From an optimization exercise on the open Yosys and OpenROAD flow, aimed at small area and a short achievable clock period; shortcuts taken in it are not production practice.
At most, simulation tests tie the RTL to the original design; equivalence was not proved.
Only the layout flow was run in run 1; the RTL was not checked for function there.

==> flow/design.v, too long to show whole: its modules and the start of the top module <==
// module rs_enc: 874 lines
// module rs_dec: 2559 lines
// module case_ecc_codec: 37 lines
module case_ecc_codec (
    input  wire         clk,
    input  wire         rst,
    input  wire         enc_valid,
    input  wire [127:0] enc_data,
    output wire         enc_out_valid,
    output wire [31:0]  enc_out_check,
    input  wire         dec_valid,
    input  wire [159:0] dec_word,
    input  wire [19:0]  dec_erase,
    output wire         dec_out_valid,
    output wire [127:0] dec_out_data,
    output wire         dec_out_corrected,
    output wire         dec_out_uncorrectable,
    output wire [4:0]   dec_out_last_dev
);
  // ...
==> flow/flow/run.sh <==
#!/bin/bash
# Standard ORFS layout (standard.sh) with two changes:
#  - the port buffers are buf_2 cells instead of the delay buffers that
#    buffer_ports picks by default (every port still gets its buffer);
#  - timing repair aims below the clock period (repair_timing's setup
#    margin), so it keeps improving the worst paths past the constraint.
bash standard.sh SETUP_SLACK_MARGIN=11.3 TNS_END_PERCENT=100 \
    "BUFFER_PORTS_ARGS=-buffer_cell sky130_fd_sc_hd__buf_2" finish > standard.log 2>&1
==> flow/standard.sh <==
#!/bin/bash
# synth_recipe.tcl (not shown) runs the flow's synth.tcl, then flattens the netlist and writes it again
# the make line also repeats each setting of config.mk as NAME=value (left out here)
make -C /OpenROAD-flow-scripts/flow DESIGN_CONFIG=/design/flow/config.mk WORK_HOME=/design/flow/orfs CLKGATE_MAP_FILE= SYNTH_SCRIPT=/design/flow/synth_recipe.tcl "${@:-finish}"
==> flow/config.mk <==
export PLATFORM = sky130hd
export DESIGN_NAME = case_ecc_codec
export DESIGN_NICKNAME = case_ecc_codec
export VERILOG_FILES = /design/flow/design.v
export SDC_FILE = /design/flow/constraint.sdc
export NUM_CORES = 4
export LEC_CHECK = 0
export CAP_MARGIN = 20
export CORE_MARGIN = 2
export CORE_UTILIZATION = 45
export SLEW_MARGIN = 20
==> flow/constraint.sdc <==
create_clock -name core_clock -period 16.0 [get_ports {clk}]
set_input_delay 3.2000 -clock core_clock [delete_from_list [all_inputs] [get_ports {clk}]]
set_output_delay 3.2000 -clock core_clock [all_outputs]
set_load 0.01 [all_outputs]
==> results by group, run 1 <==
Detailed routing
  – DR pass1 iterations: 6
  – Met3 Wirelength: approximately 21000 um
  – Routed WL per cell: between 20 and 30 um
  – Antenna Nets Post-Route: 0
  – Highest metal layer with signal wires: met5
  – Post-Route M1 WL: about 99000 um

Timing
  – Tmin final: 5070 ps
  – Final Slew Violations: 0

Cells and area
  – Area growth syn-to-layout: 26.6%
  – Multi-In Gates: roughly 5k
  – Commonest non-fill, non-tap cell in the layout: xnor2_1
  – Clkbuf count: about 120

Clocking
  – Clock transition at path regs: about 70 ps
  – Htree depth: 3
  – Post-CTS Setup Inserts: 210

GRT
  – First-pass GRT wire length: approximately 340000 um
  – Pin count of the biggest net entering global routing: 50
  – Met2 usage in global routing: between 50% and 60%

Logic synthesis
  – Post-Synth Adder-Cell Area: less than 1%
  – Post-synth EDFFs: 0
  – Fraction of registers with async set/reset: 0%
  – Largest family of logic cells by synthesized area: XOR/XNOR gates

Floorplanning
  – IO Count: a little under 500
  – Tapcell count: around 1.7k

Critical path
  – Reg2reg path depth: 22
  – Slowest cell on crit path: xnor3_2
  – Setup crit end kind: register

Run status
  – Outcome: finished clean
==> inputs of run 2 (changes only) <==
--- a/flow/design.v
+++ b/flow/design.v
@@ -2486,67 +2486,70 @@
     assign s3_c[2] = sx694;
     assign s3_c[3] = sx715;
     assign s3_c[4] = sx733;
     assign s3_c[5] = sx751;
     assign s3_c[6] = sx772;
     assign s3_c[7] = sx792;
     reg       e0;           
     reg [7:0] xa, xa2;      
+    reg [7:0] m1, m2, m3, m4;
     always @(*) begin
         e0  = (e0r == 20'd0);
         xa  = 8'h00;
         xa2 = 8'h00;
         for (j = 19; j >= 0; j = j - 1)
             if (e0r[j]) begin
                 xa  = dev_x(j);
                 xa2 = gf_sq(dev_x(j));
             end
+        m1 = gf_mul(s0_c, e0 ? s2_c : xa);     
+        m2 = gf_mul(s1_c, e0 ? s3_c : xa);     
+        m3 = gf_mul(s2_c, e0 ? s1_c : xa);     
+        m4 = gf_mul(s0_c, e0 ? s3_c : xa2);    
     end
     reg         v1;
     reg [127:0] data1;
     reg [19:0]  e1;
-    reg [7:0]   s0_1, s1_1, s2_1, s3_1, xa1, xa2_1;
+    reg [7:0]   s0_1, s1_1, s2_1, s3_1, m1_1, m2_1, m3_1, m4_1;
     reg         e0_1;
     reg [1:0]   ecnt1;
     always @(posedge clk) begin
         if (rst) v1 <= 1'b0;
         else     v1 <= v0;
         data1 <= w0[127:0];
         e1    <= e0r;
         ecnt1 <= cnt3(e0r);
         e0_1  <= e0;
         s0_1  <= s0_c;
         s1_1  <= s1_c;
         s2_1  <= s2_c;
         s3_1  <= s3_c;
-        xa1   <= xa;
-        xa2_1 <= xa2;
+        m1_1  <= m1;
+        m2_1  <= m2;
+        m3_1  <= m3;
+        m4_1  <= m4;
     end
-    reg [7:0]  m1, m2, m3, m4, t0, t1, t2, dd, pp, qq, ax;
+    reg [7:0]  t0, t1, t2, dd, pp, qq, ax;
     reg [3:0]  nx;
     reg [19:0] hita_c, hitb_c;
     reg        tzero_c, t0nz_c, chka_c, dnz_c;
     wire [159:0] ca, cb;
     always @(*) begin
-        m1 = gf_mul(s0_1, e0_1 ? s2_1 : xa1);     
-        m2 = gf_mul(s1_1, e0_1 ? s3_1 : xa1);     
-        m3 = gf_mul(s2_1, e0_1 ? s1_1 : xa1);     
-        m4 = gf_mul(s0_1, e0_1 ? s3_1 : xa2_1);   
-        dd = gf_sq(s1_1) ^ m1;
-        qq = gf_sq(s2_1) ^ m2;
-        pp = m3 ^ m4;
-        t0 = s1_1 ^ (e0_1 ? 8'h00 : m1);
-        t1 = s2_1 ^ (e0_1 ? 8'h00 : m2);
-        t2 = s3_1 ^ (e0_1 ? 8'h00 : m3);
+        dd = gf_sq(s1_1) ^ m1_1;
+        qq = gf_sq(s2_1) ^ m2_1;
+        pp = m3_1 ^ m4_1;
+        t0 = s1_1 ^ (e0_1 ? 8'h00 : m1_1);
+        t1 = s2_1 ^ (e0_1 ? 8'h00 : m2_1);
+        t2 = s3_1 ^ (e0_1 ? 8'h00 : m3_1);
         tzero_c = (t0 == 8'h00) && (t1 == 8'h00) && (t2 == 8'h00);
         t0nz_c  = (t0 != 8'h00);
         chka_c  = (gf_mul(t0, t2) == gf_sq(t1));
         dnz_c   = (dd != 8'h00);
-        ax = to_tower(m4 ^ (e0_1 ? m3 : s2_1));
+        ax = to_tower(m4_1 ^ (e0_1 ? m3_1 : s2_1));
         nx = inv16(t_norm(ax));
     end
     wire cax0 = t0[6] ^ t0[7];
     wire cax1 = t0[4] ^ t0[5];
     wire cax2 = t0[2] ^ t0[3];
     wire cax3 = t0[0] ^ t0[1];
     wire cax4 = t0[1] ^ cax0;
     wire cax5 = t0[6] ^ cax1;
@@ -3538,37 +3541,35 @@
             hita_c[j] = (ca[8*j +: 8] == 8'h00);    
             hitb_c[j] = (cb[8*j +: 8] == 8'h00);    
         end
     end
     reg         v2;
     reg [127:0] data2;
     reg [19:0]  e2, hit2;
     reg [1:0]   ecnt2;
-    reg [7:0]   s0_2, s1_2, pz2;
-    reg [3:0]   nx2;
+    reg [7:0]   s0_2, s1_2, zz2;
     reg         useb2, tzero2, t0nz2, chka2;
     always @(posedge clk) begin
         if (rst) v2 <= 1'b0;
         else     v2 <= v1;
         data2  <= data1;
         e2     <= e1;
         ecnt2  <= ecnt1;
         useb2  <= e0_1 && dnz_c;
         hit2   <= (e0_1 && dnz_c) ? hitb_c : hita_c;
         s0_2   <= s0_1;
         s1_2   <= s1_1;
-        nx2    <= nx;
-        pz2    <= t_mul(to_tower(e0_1 ? dd : t0), t_conj(ax));
+        zz2    <= to_poly(t_scale(nx, t_mul(to_tower(e0_1 ? dd : t0), t_conj(ax))));
         tzero2 <= tzero_c;
         t0nz2  <= t0nz_c;
         chka2  <= chka_c;
     end
     reg        f0, ok, corr, szero;
-    reg [7:0]  zz, gg, hh;
+    reg [7:0]  gg, hh;
     reg [19:0] bel, bele, mm, fixed;
     reg [4:0]  last;
     reg [127:0] data_c;
     wire [127:0] cs;    
     wire csx0 = gg[4] ^ gg[5];
     wire csx1 = gg[6] ^ gg[7];
     wire csx2 = gg[2] ^ gg[3];
     wire csx3 = gg[0] ^ gg[1];
@@ -3768,19 +3769,18 @@
     always @(*) begin
         f0 = (ecnt2 == 2'd0);
         bel  = 20'd0;
         bele = 20'd0;
         for (j = 1; j < 20; j = j + 1) begin
             bel[j]  = bel[j-1] | hit2[j-1];
             bele[j] = bele[j-1] | e2[j-1];
         end
-        zz = to_poly(t_scale(nx2, pz2));
-        gg = gf_mul(s0_2, zz);
-        hh = gf_mul(s1_2, zz) ^ s0_2;
+        gg = gf_mul(s0_2, zz2);
+        hh = gf_mul(s1_2, zz2) ^ s0_2;
         szero = tzero2 && (s0_2 == 8'h00);
         case (ecnt2)
             2'd0: ok = useb2 ? ((hit2 & bel) != 20'd0)    
                              : (szero || (t0nz2 && chka2 && (hit2 != 20'd0)));
             2'd1: ok = tzero2 || (t0nz2 && chka2 && ((hit2 & ~e2) != 20'd0));
             2'd2: ok = tzero2 || (t0nz2 && chka2 && ((hit2 & e2 & bele) != 20'd0));
             default: ok = 1'b0;
         endcase
==> flow/config.mk (replaced) <==
export PLATFORM = sky130hd
export DESIGN_NAME = case_ecc_codec
export DESIGN_NICKNAME = case_ecc_codec
export VERILOG_FILES = /design/flow/design.v
export SDC_FILE = /design/flow/constraint.sdc
export NUM_CORES = 4
export LEC_CHECK = 0
export CAP_MARGIN = 20
export CORE_MARGIN = 2
export CORE_UTILIZATION = 50
export SLEW_MARGIN = 20
==> results by group, run 2 <==
Run status
  – Outcome: finished clean (unchanged)

Logic synthesis
  – Post-synth EDFFs: 0 (unchanged)
  – Synth cell types: 92 (was 97)
  – Post-Syn Area: 0.0587 mm2 (was 0.0585 mm2)
  – Top-area cell type share of the netlist area: 35.1% (was 35.5%)
  – Syn_area_per_cell: 9.38 um2 (was 9.42 um2)
  – Fraction of registers with async set/reset: 0% (unchanged)
  – Synth top cells by count: 2350 x xnor2_1, 894 x dfxtp_1, 690 x xor2_1, 408 x nand2_1, 254 x nor2_1 (was 2374 x xnor2_1, 879 x dfxtp_1, 662 x xor2_1, 400 x nand2_1, 389 x nor2_1)
  – Flops & latches, synth: 894 (was 879)
  – Top post-synthesis cells by area: xnor2_1 35%, dfxtp_1 31%, xor2_1 10% (was xnor2_1 36%, dfxtp_1 30%, xor2_1 9.9%)
  – Dominant synthesized flop cell: dfxtp_1 (unchanged)
  – Cells after synthesis: 6251 (was 6209)
  – Total number of yosys warnings: 2 (unchanged)
  – Most common cell in the netlist: xnor2_1 (unchanged)
  – Yosys top cell by area: xnor2_1 (unchanged)
  – Seq/Total Area, Yosys: 30.5% (was 30.1%)
  – Syn nets: 6579 (was 6538)

Critical path
  – Worst EP required: 16590 ps (about the same)
  – CP Class: reg -> reg (unchanged)
  – Setup crit end kind: register (unchanged)
  – Crit path cell chain: buf_12, mux2i_4, xor2_4, buf_6, xnor2_4, xnor2_2, ha_2, xnor2_2, xnor2_2, or3_4, o211ai_1, nand3_2, and2_4, mux2i_4, buf_4, xnor2_1, nor2b_1, xnor3_2, xnor2_2, xnor3_1 (was buf_12, buf_16, mux2i_4, buf_6, buf_6, nor2_1, xnor2_1, xnor3_2, a21oi_4, xor2_4, buf_12, xnor2_4, xor2_4, buf_4, buf_4, nand2_1, xnor3_1, xor2_2, inv_2, ha_4, inv_1, mux4_2)
  – Delay of the slowest critical-path stage: 420 ps (was 530 ps)
  – Most frequent CP cell: xnor2_2
  – Family with the most delay on the worst path: XOR/XNOR gates (unchanged)
  – Worst path bufs/invs: 3 (was 9)
  – Data arrival, critical path: 5590 ps (was 5660 ps)
  – Slowest cell on crit path: xnor3_2 (unchanged)
  – Crit start category: register (unchanged)
  – Reg-to-reg startpoint: u_dec.e0_1$_DFF_P_ (unchanged)
  – Critical path startpoint: u_dec.e0_1$_DFF_P_ (unchanged)
  – CP max FO: 7 (was 8)

Clocking
  – Clock latency (worst-skew pair): 730 ps (was 740 ps)
  – CTS tree: yes (unchanged)
  – Number of clock sinks: 894 (was 879)
  – Root Buffer: clkbuf_16 (unchanged)
  – Clock transition at path regs: 60 ps (was 70 ps)
  – Clk buf depth: 3 (unchanged)
  – CTS Hold Bufs: 0 (unchanged)
  – Htree depth: 3 (unchanged)
  – Num CTS Buffers: 90 (was 88)

GRT
  – Congestion Overflow GR: 0 (unchanged)
  – Total track usage: 36.6% (was 35.4%)
  – Initial antenna violation count: 19 (was 12)
  – First-pass GRT wire length: 320000 um (was 335000 um)
  – Pin count of the biggest net entering global routing: 39 (was 50)
  – Vias in the first global route: 44.9k (was 45.6k)

Timing
  – Sum Neg Setup Slack: 0 ps (unchanged)
  – Final Slew Violations: 0 (unchanged)
  – Tmin final: 4990 ps (was 5070 ps)
  – Setup violations, final: 0 (unchanged)
  – RSZ-0062 raised after global routing: true (unchanged)
  – Final Hold Fails: 0 (unchanged)
  – Slew margin rel.: 14.1% (was 18.6%)
  – Worst-Margin Slew: 1270 ps (was 1210 ps)
  – Worst Skew: 59.4 ps (was 50.3 ps)
  – Fmax: 200 MHz (was 197 MHz)
  – Period utilization: 31.2% (was 31.7%)

Cells and area
  – Flip-flop count of the largest register after layout: 160 (unchanged)
  – Biggest register: u_dec.w0 (unchanged)
  – Filler cells: 10.1k (was 11.3k)
  – Area of the multi-input gates: 0.0419 mm2 (was 0.0436 mm2)
  – Most frequent cells in the layout: 2212 x xnor2_1, 862 x dfxtp_1, 653 x xor2_1 (was 2224 x xnor2_1, 851 x dfxtp_1, 586 x xor2_1)
  – Commonest non-fill, non-tap cell in the layout: xnor2_1 (unchanged)
  – Sequential cell area: 0.0179 mm2 (was 0.0177 mm2)
  – Final-stage net count: 7161 (was 7369)
  – Area growth syn-to-layout: 19.7% (was 26.6%)
  – Non-Filler Cell Area, Final: 0.0702 mm2 (was 0.0740 mm2)
  – Ratio of cells with drive above 1 in the final layout: 19.1% (was 23.7%)

Floorplanning
  – Starting Density: 50.5% (was 45.2%)
  – DIE HEIGHT: 347 um (was 365 um)
  – Core area: 0.116 mm2 (was 0.129 mm2)
  – IO Count: 481 (unchanged)
  – Die area: 0.120 mm2 (was 0.133 mm2)
  – Die width: 347 um (was 365 um)
  – Std cell rows: 125 (was 132)

Detailed routing
  – DR pass1 iterations: 6 (unchanged)
  – Initial DRC count: 5350 (was 4890)
  – Routed WL per cell: 26.9 um (was 27.6 um)
  – Routed WL: 227000 um (was 244000 um)
  – Via count: 47.0k (was 48.0k)
  – DRC Markers: 0 (unchanged)
  – Vias per cell: 5.57 (was 5.42)
  – Antenna Nets Post-Route: 0 (unchanged)

Min path
  – Hold crit path type: reg -> reg (unchanged)
  – Hold path startpoint: u_dec.data1[22]$_DFF_P_ (was u_dec.data1[105]$_DFF_P_)

Placement
  – Area post-placement: 0.0635 mm2 (was 0.0634 mm2)
  – Global placer's final weighted congestion: 1.07 (was 1.03)
  – DP Wirelength: 177000 um (was 188000 um)
  – Number of port buffers: 480 (unchanged)

Job
  – MaxCap Viol Count: 0 (unchanged)
==> run 2: cell types whose count changed in the layout (fill, tap and decap cells not counted), sizes merged, moves of 18 or more <==
cell   delta
nor2    -136
xnor3    +38
buf     -222
nor3     -20
nor2b    +23
xnor2    -69
inv      +18
o21ai    +19
mux2     -24
nand3   +129
==> run 2: stage by stage <==
| step | utilization, % | hold slack (ps) | cells | worst slack, ps |
|---|---|---|---|---|
| finish | 60.4 | 313 | 8436 | 11010 |
| global route | 60.4 | 311 | 8434 | 10800 |
| CTS | 59.7 | 299 | 8408 | 11110 |
| detailed placement | 54.7 | 312 | 8135 | 9400 |
| global placement | 54.6 | 310 | 8135 | 9460 |
| floorplan | - | 310 | 6251 | 11060 |
==> run 2: cells by family (layout without fill, tap and decap cells) <==
logic type	Yosys count	count (layout)	share of synthesized area (%)
AOI/OAI and AO/OA	574	574	6.33
xor gates and xnor gates	3162	3162	49.9
adders and majority gates	24	24	0.478
buffers and inverters	348	1007	2.30
DFF	894	894	30.5
muxes	49	49	0.904
other	0	2	0
and+or+nand+nor	1200	1200	9.53
==> run 2: area by class of cell <==
cell class,count,share of cell area [%]
timing repair buffer,767,6.92
sequential,894,25.6
clock buffer,121,3.66
multi-input combinational,5009,59.7
antenna,2,0.00713
tap,1524,2.72
clock inverter,48,1.05
inverter,70,0.392
timing repair inverter,1,0.0107
==> run 2: worst reg2reg max path: stages (launching register included) <==
cell and delay (ps):
dfxtp_4 370, buf_12 150, mux2i_4 360, xor2_4 240
buf_6 150, xnor2_4 140, xnor2_2 150, ha_2 250
xnor2_2 100, xnor2_2 160, or3_4 360, o211ai_1 260
nand3_2 230, and2_4 270, mux2i_4 320, buf_4 180
xnor2_1 160, nor2b_1 110, xnor3_2 420, xnor2_2 180
xnor3_1 320
==> run 2: layer usage <==
layer  global-route usage (%)  share of wire (%)
met1                     49.4                 41
met2                     57.2                 44
met3                     6.34                8.8
met4                     16.7                5.5
met5                        0              0.015
==> run 2: final timing paths <==
path	end	slack, ps	depth (start not counted)
hold reg to reg	u_dec.data2[22]$_DFF_P_	310	0
setup reg to reg	u_dec.zz2[1]$_DFF_P_	11010	20
hold / removal	u_dec.data2[22]$_DFF_P_	310	0
setup / recovery	u_dec.zz2[1]$_DFF_P_	11010	20
==> run 2: timing repair <==
| action | 4_1_cts | 5_1_grt |
|---|---|---|
| hold endpoints to repair | 0 | 0 |
| endpoints found under the setup margin | 181 | 177 |
| buffers inserted | 97 | 26 |
| gates cloned | 7 | 0 |
| gates resized for setup | 264 | 118 |
| pin swaps | 50 | 17 |

## static timing again, ports no longer ideal
The flow's constraints put no driver on any port. The routed layouts listed below were extracted and timed again, unchanged, in two steps. Step 1, drivers: a clkbuf_16 drives clk and a buf_2 each remaining input, both assumed. Step 2, shift: input delay + t, output delay - t, t = (earliest + latest rising clock arrival at the registers) / 2. This alone moves slack from input paths to output paths. Three values: no drivers, after step 1, after step 2; two values: the first two.
run	shift t [ns]	slack for setup (ns)	cell pins on the clock port's net
run 1	0.790	10.927 / 10.927 / 10.927	1
run 2	0.787	11.006 / 11.006 / 11.006	1
After both steps every run listed still meets setup and hold.
